This is an optimization exercise on Yosys and OpenROAD, whose aim is small area, a short achievable clock period and few clock cycles per item, not a production implementation. The RTL was checked by simulation tests, not by an equivalence proof against the original design.

`flow/config.mk`:
```
export PLATFORM = sky130hd
export DESIGN_NAME = pix_cond
export DESIGN_NICKNAME = pix_cond
export VERILOG_FILES = /design/flow/design.v
export SDC_FILE = /design/flow/constraint.sdc
export NUM_CORES = 4
export LEC_CHECK = 0
export CAP_MARGIN = 20
export CORE_MARGIN = 2
export CORE_UTILIZATION = 40
export SLEW_MARGIN = 20
```
`flow/constraint.sdc`:
```
create_clock -name core_clock -period 12.0 [get_ports {clk}]
set_input_delay 2.4000 -clock core_clock [delete_from_list [all_inputs] [get_ports {clk}]]
set_output_delay 2.4000 -clock core_clock [all_outputs]
set_load 0.01 [all_outputs]
```
`flow/design.v`:
```
module pix_cond (
    input  wire         clk,
    input  wire         rst,
    input  wire         in_valid,
    output wire         in_ready,
    input  wire [1:0]   in_fmt,      
    input  wire [47:0]  in_rgb,      
    input  wire [143:0] in_m,        
    input  wire [15:0]  in_e,        
    output wire [29:0]  g_addr,      
    input  wire [47:0]  g_lo,        
    input  wire [47:0]  g_hi,        
    output reg          out_valid,
    input  wire         out_ready,
    output reg  [47:0]  out_o
);
    wire adv = !out_valid || out_ready;
    assign in_ready = adv;
    function [15:0] expand;
        input [1:0]  fmt;
        input [15:0] raw;
        begin
            case (fmt)
                2'd0:    expand = {raw[9:0], raw[9:4]};
                2'd1:    expand = {raw[11:0], raw[11:8]};
                default: expand = raw;
            endcase
        end
    endfunction
    wire [15:0] ex0 = expand(in_fmt, in_rgb[15:0]);
    wire [15:0] ex1 = (in_fmt == 2'd3) ? in_rgb[15:0] : expand(in_fmt, in_rgb[31:16]);
    wire [15:0] ex2 = (in_fmt == 2'd3) ? in_rgb[15:0] : expand(in_fmt, in_rgb[47:32]);
    reg         va;
    reg [47:0]  xa;
    reg [143:0] ma;
    reg [15:0]  ea;
    always @(posedge clk) begin
        if (rst) begin
            va <= 1'b0;
        end else if (adv) begin
            va <= in_valid;
            xa <= {ex2, ex1, ex0};
            ma <= in_m;
            ea <= in_e;
        end
    end
    assign g_addr = adv ? {ex2[15:6], ex1[15:6], ex0[15:6]}
                        : {xa[47:38], xa[31:22], xa[15:6]};
    function [15:0] gamma;
        input [15:0] x;
        input [15:0] lo;
        input [15:0] hi;
        reg signed [16:0] d;
        reg signed [23:0] p;
        reg signed [17:0] s;
        begin
            d = $signed({1'b0, hi}) - $signed({1'b0, lo});
            p = d * $signed({1'b0, x[5:0]}) + 24'sd32;
            s = $signed({2'b00, lo}) + (p >>> 6);
            gamma = (x == 16'hFFFF) ? hi : s[15:0];
        end
    endfunction
    wire [15:0] y0 = gamma(xa[15:0],  g_lo[15:0],  g_hi[15:0]);
    wire [15:0] y1 = gamma(xa[31:16], g_lo[31:16], g_hi[31:16]);
    wire [15:0] y2 = gamma(xa[47:32], g_lo[47:32], g_hi[47:32]);
    reg         vb;
    reg [47:0]  yb;
    reg [143:0] mb;
    reg [15:0]  eb;
    always @(posedge clk) begin
        if (rst) begin
            vb <= 1'b0;
        end else if (adv) begin
            vb <= va;
            yb <= {y2, y1, y0};
            mb <= ma;
            eb <= ea;
        end
    end
    function [15:0] calib;
        input [47:0] m;    
        input [47:0] y;
        reg signed [34:0] acc;
        reg signed [20:0] q;
        begin
            acc = $signed(m[15:0])  * $signed({1'b0, y[15:0]})
                + $signed(m[31:16]) * $signed({1'b0, y[31:16]})
                + $signed(m[47:32]) * $signed({1'b0, y[47:32]})
                + 35'sd8192;
            q = acc >>> 14;
            if (q < 0)
                calib = 16'd0;
            else if (q > 21'sd65535)
                calib = 16'hFFFF;
            else
                calib = q[15:0];
        end
    endfunction
    wire [15:0] c0 = calib(mb[47:0],   yb);
    wire [15:0] c1 = calib(mb[95:48],  yb);
    wire [15:0] c2 = calib(mb[143:96], yb);
    reg         vc;
    reg [47:0]  cc;
    reg [15:0]  ec;
    always @(posedge clk) begin
        if (rst) begin
            vc <= 1'b0;
        end else if (adv) begin
            vc <= vb;
            cc <= {c2, c1, c0};
            ec <= eb;
        end
    end
    function [15:0] level;
        input [15:0] c;
        input [15:0] e;
        reg [31:0] p;
        reg [32:0] q;
        begin
            p = c * e + 32'd32767;
            q = {1'b0, p} + {17'd0, p[31:16]} + 33'd1;
            level = q[31:16];
        end
    endfunction
    always @(posedge clk) begin
        if (rst) begin
            out_valid <= 1'b0;
        end else if (adv) begin
            out_valid <= vc;
            out_o     <= {level(cc[47:32], ec), level(cc[31:16], ec), level(cc[15:0], ec)};
        end
    end
endmodule
```
`flow/run.sh`:
```
#!/bin/bash
# synth_recipe.tcl (not shown) runs the flow's synth.tcl, then flattens the netlist and writes it again
# the make line also repeats each setting of config.mk as NAME=value (left out here)
make -C /OpenROAD-flow-scripts/flow DESIGN_CONFIG=/design/flow/config.mk WORK_HOME=/design/flow/orfs CLKGATE_MAP_FILE= SYNTH_SCRIPT=/design/flow/synth_recipe.tcl finish
```
==> results.toml <==
[clock_tree]
worst_skew_pair.late_latency_ns = 0.85
cts_inserted_buffers = 82
hold_buffers = 0
cts.clk_slew.worst_paths_ns = 0.07
ctsRootBufferMaster = "clkbuf_16"
post_cts_resized = 0
cts_tree = "done"
cts_sinks = 532
clockBufferDepth = 4
htreeDepth = 3
cts_setup_buffers = 0

[floorplan]
die_y_um = 598
std_cell_rows = 218
die_w_um = 598
initial_core_util = 0.401
fp.coreArea_um2 = 352000
die-area_um2 = 357000
ioPinCount = 390

[timing]
setup_slack_ns = 1.70
hold_violations = 0
worst_slew_pin_slew_ns = 1.21
min_period_over_period = 0.858
drv_slew = 0
fin_tns_setup_ns = 0
fin_crit_ns = 10.30
rsz0062_at_grt = "no"
maxSlewHeadroom = 0.194
skew_ns = 0.102
fmax_mhz = 97.1
setup_viol = 0

[cells_and_area]
finish.utilization = 0.435
register_area_um2 = 15900
area_growth_pct = 8.42
design_area_um2 = 153000
final_common_cell = "inv_1"
final_nets = 19700
multi_input_area_um2 = 109000
layout_common_cells = "inv_1, fa_1, nand2_1"
drive_gt1_frac = 0.0264
n_fill_cell = 34400

[place]
port_buffers = 389
place_area_um2 = 150000
pre_cts_ws_ns = 0.916
place_hpwl_mm = 323
gp_congestion = 0.885

[synthesis]
ys_ff_latch = 532
ys_top_cells_by_area = "fa_1, ha_1, edfxtp_1, inv_1, and2_1"
synthArstFlopShare = 0
synth_warnings = 1
avgSynthCellArea_um2 = 9.54
yosys.area.top_type = "fa_1"
synth_edf_count = 528
synth_cell_types = 96
synthCells = 14800
synth_ff_type = "edfxtp_1"
synth.top_cell.area_share = 0.421
syn-num-nets = 19600
synth_area_um2 = 141000
seq_area_frac_synth = 0.113

[critical_path]
crit_path_start_kind = "register"
crit_fanout = 32
cp_common_cell = "fa_1"
critPathArrivalTime_ns = 10.78
max_stage_delay_ns = 1.11
crit_required_ns = 12.48
crit_type = "register to register"
crit_path_end_kind = "register"
worst_path_max_delay_cell = "edfxtp_1"
reg2reg_depth = 28

[global_routing]
grt_pass1_vias = 106000
grt_max_degree = 125
antenna_found_initial = 33
grt_overflow = 0
grt_pass1_wl_mm = 616
grt_usage = 0.224

[routing]
drc = 0
wl_per_cell_um = 19.9
drt_wl_total_mm = 388
detail-route-antenna-nets = 0
vias = 97400
drt_iter0_drc = 4883
drt-pass1-iter-count = 5
via_per_inst = 4.98

[min_path]
min_path_cells = 0
hp-class = "register to register"

[job]
maxCapViolCount = 0

[outcome]
status = "complete, no violations"
[Yosys cell counts (78+ instances only)]
| master | n |
|---|---|
| xnor2_1 | 218 |
| a21oi_1 | 214 |
| edfxtp_1 | 528 |
| and2_1 | 1694 |
| inv_1 | 3805 |
| nand2_1 | 1736 |
| nand3_1 | 78 |
| o21ai_0 | 145 |
| nor2b_1 | 91 |
| nor2_1 | 341 |
| a21o_1 | 83 |
| ha_1 | 1542 |
| fa_1 | 2964 |
| clkbuf_1 | 568 |
| xor2_1 | 99 |
[layer usage]
layer,vias to the layer above,share of wire,track usage
met5,-,0.00029,0
met4,16,0.035,0.0697
met3,578,0.049,0.0259
met2,2308,0.51,0.403
met1,50600,0.40,0.281
li1,43900,-,-
[metrics by stage]
step | hold slack [ns] | cells
6_report | 0.408 | 19500
5_1_grt | 0.421 | 19500
4_1_cts | 0.409 | 19500
3_5_place_dp | 0.405 | 19400
3_3_place_gp | 0.401 | 19400
2_1_floorplan | 0.400 | 14800
[worst max-delay path, delay by kind of cell, from the launching register on]
family                   cells  cell delay, ns
flip-flops                   1            1.11
adder cells (fa/ha/maj)     10            4.90
multiplexers                 2            0.36
AND/OR/NAND/NOR              3            0.34
buffers and inverters        6            0.59
AO/OA/AOI/OAI                7            2.66
[cells by family after synthesis]
group	Yosys count	synth area share
fa+ha+maj	4506	0.557
buf+inv	4396	0.117
simple gates	4226	0.151
compound gates	757	0.0350
flops	532	0.113
xor+xnor	317	0.0197
mux	60	0.00726
[area by class of cell]
| type | count | area share |
|---|---|---|
| antenna | 13 | 0.000213 |
| clock inverter | 51 | 0.00458 |
| timing repair buffer | 557 | 0.0355 |
| sequential | 532 | 0.104 |
| inverter | 3809 | 0.0935 |
| clock buffer | 92 | 0.0138 |
| tap | 4620 | 0.0378 |
| multi-input combinational | 9866 | 0.710 |
[worst paths after layout]
kind	startpoint	end	slack [ns]
min	ma[82]$_DFFE_PP_	mb[82]$_DFFE_PP_	0.41
max	yb[34]$_DFFE_PP_	cc[18]$_SDFFCE_PN0P_	1.70
max reg2reg	yb[34]$_DFFE_PP_	cc[18]$_SDFFCE_PN0P_	1.70
min reg2reg	ma[82]$_DFFE_PP_	mb[82]$_DFFE_PP_	0.41
[sequential cells by signal, indices dropped and copies added, names as in the netlist]
register	cells
mb	144
out_valid	1
xa	48
va	1
vc	1
cc	48
yb	48
ma	144
eb	16
vb	1
out_o	48
ec	16
ea	16
Testbench counts, summed over its fixed seeds: cycles 12,032, pixels 12,000.

afterwards: timing with drivers on the ports:
The results above use ideal ports. As a check the final layout listed here was re-extracted and re-timed, cells and wires unchanged.
Step 1, drivers: a clkbuf_16 drives clk and a buf_2 each remaining input, both assumed.
Step 2 adds t to the input delays and takes it off the output delays; t is the mean of the earliest and latest rising clock arrival at the registers after step 1. Input paths then give back, and output paths get back, about the clock's delay inside the block.
a / b / c = ideal / step 1 / step 2; a / b = the first two.
t (ns): 0.911
setup WS [ns]: 1.703 / 1.703 / 0.894
worst register clock-pin slew, ns: 0.07 / 0.07
pins driven straight from the clock port: 1
After both steps this run still meets setup and hold. The setup slack of this run moves by 0.000 ns with the drivers and by -0.809 ns with both steps.
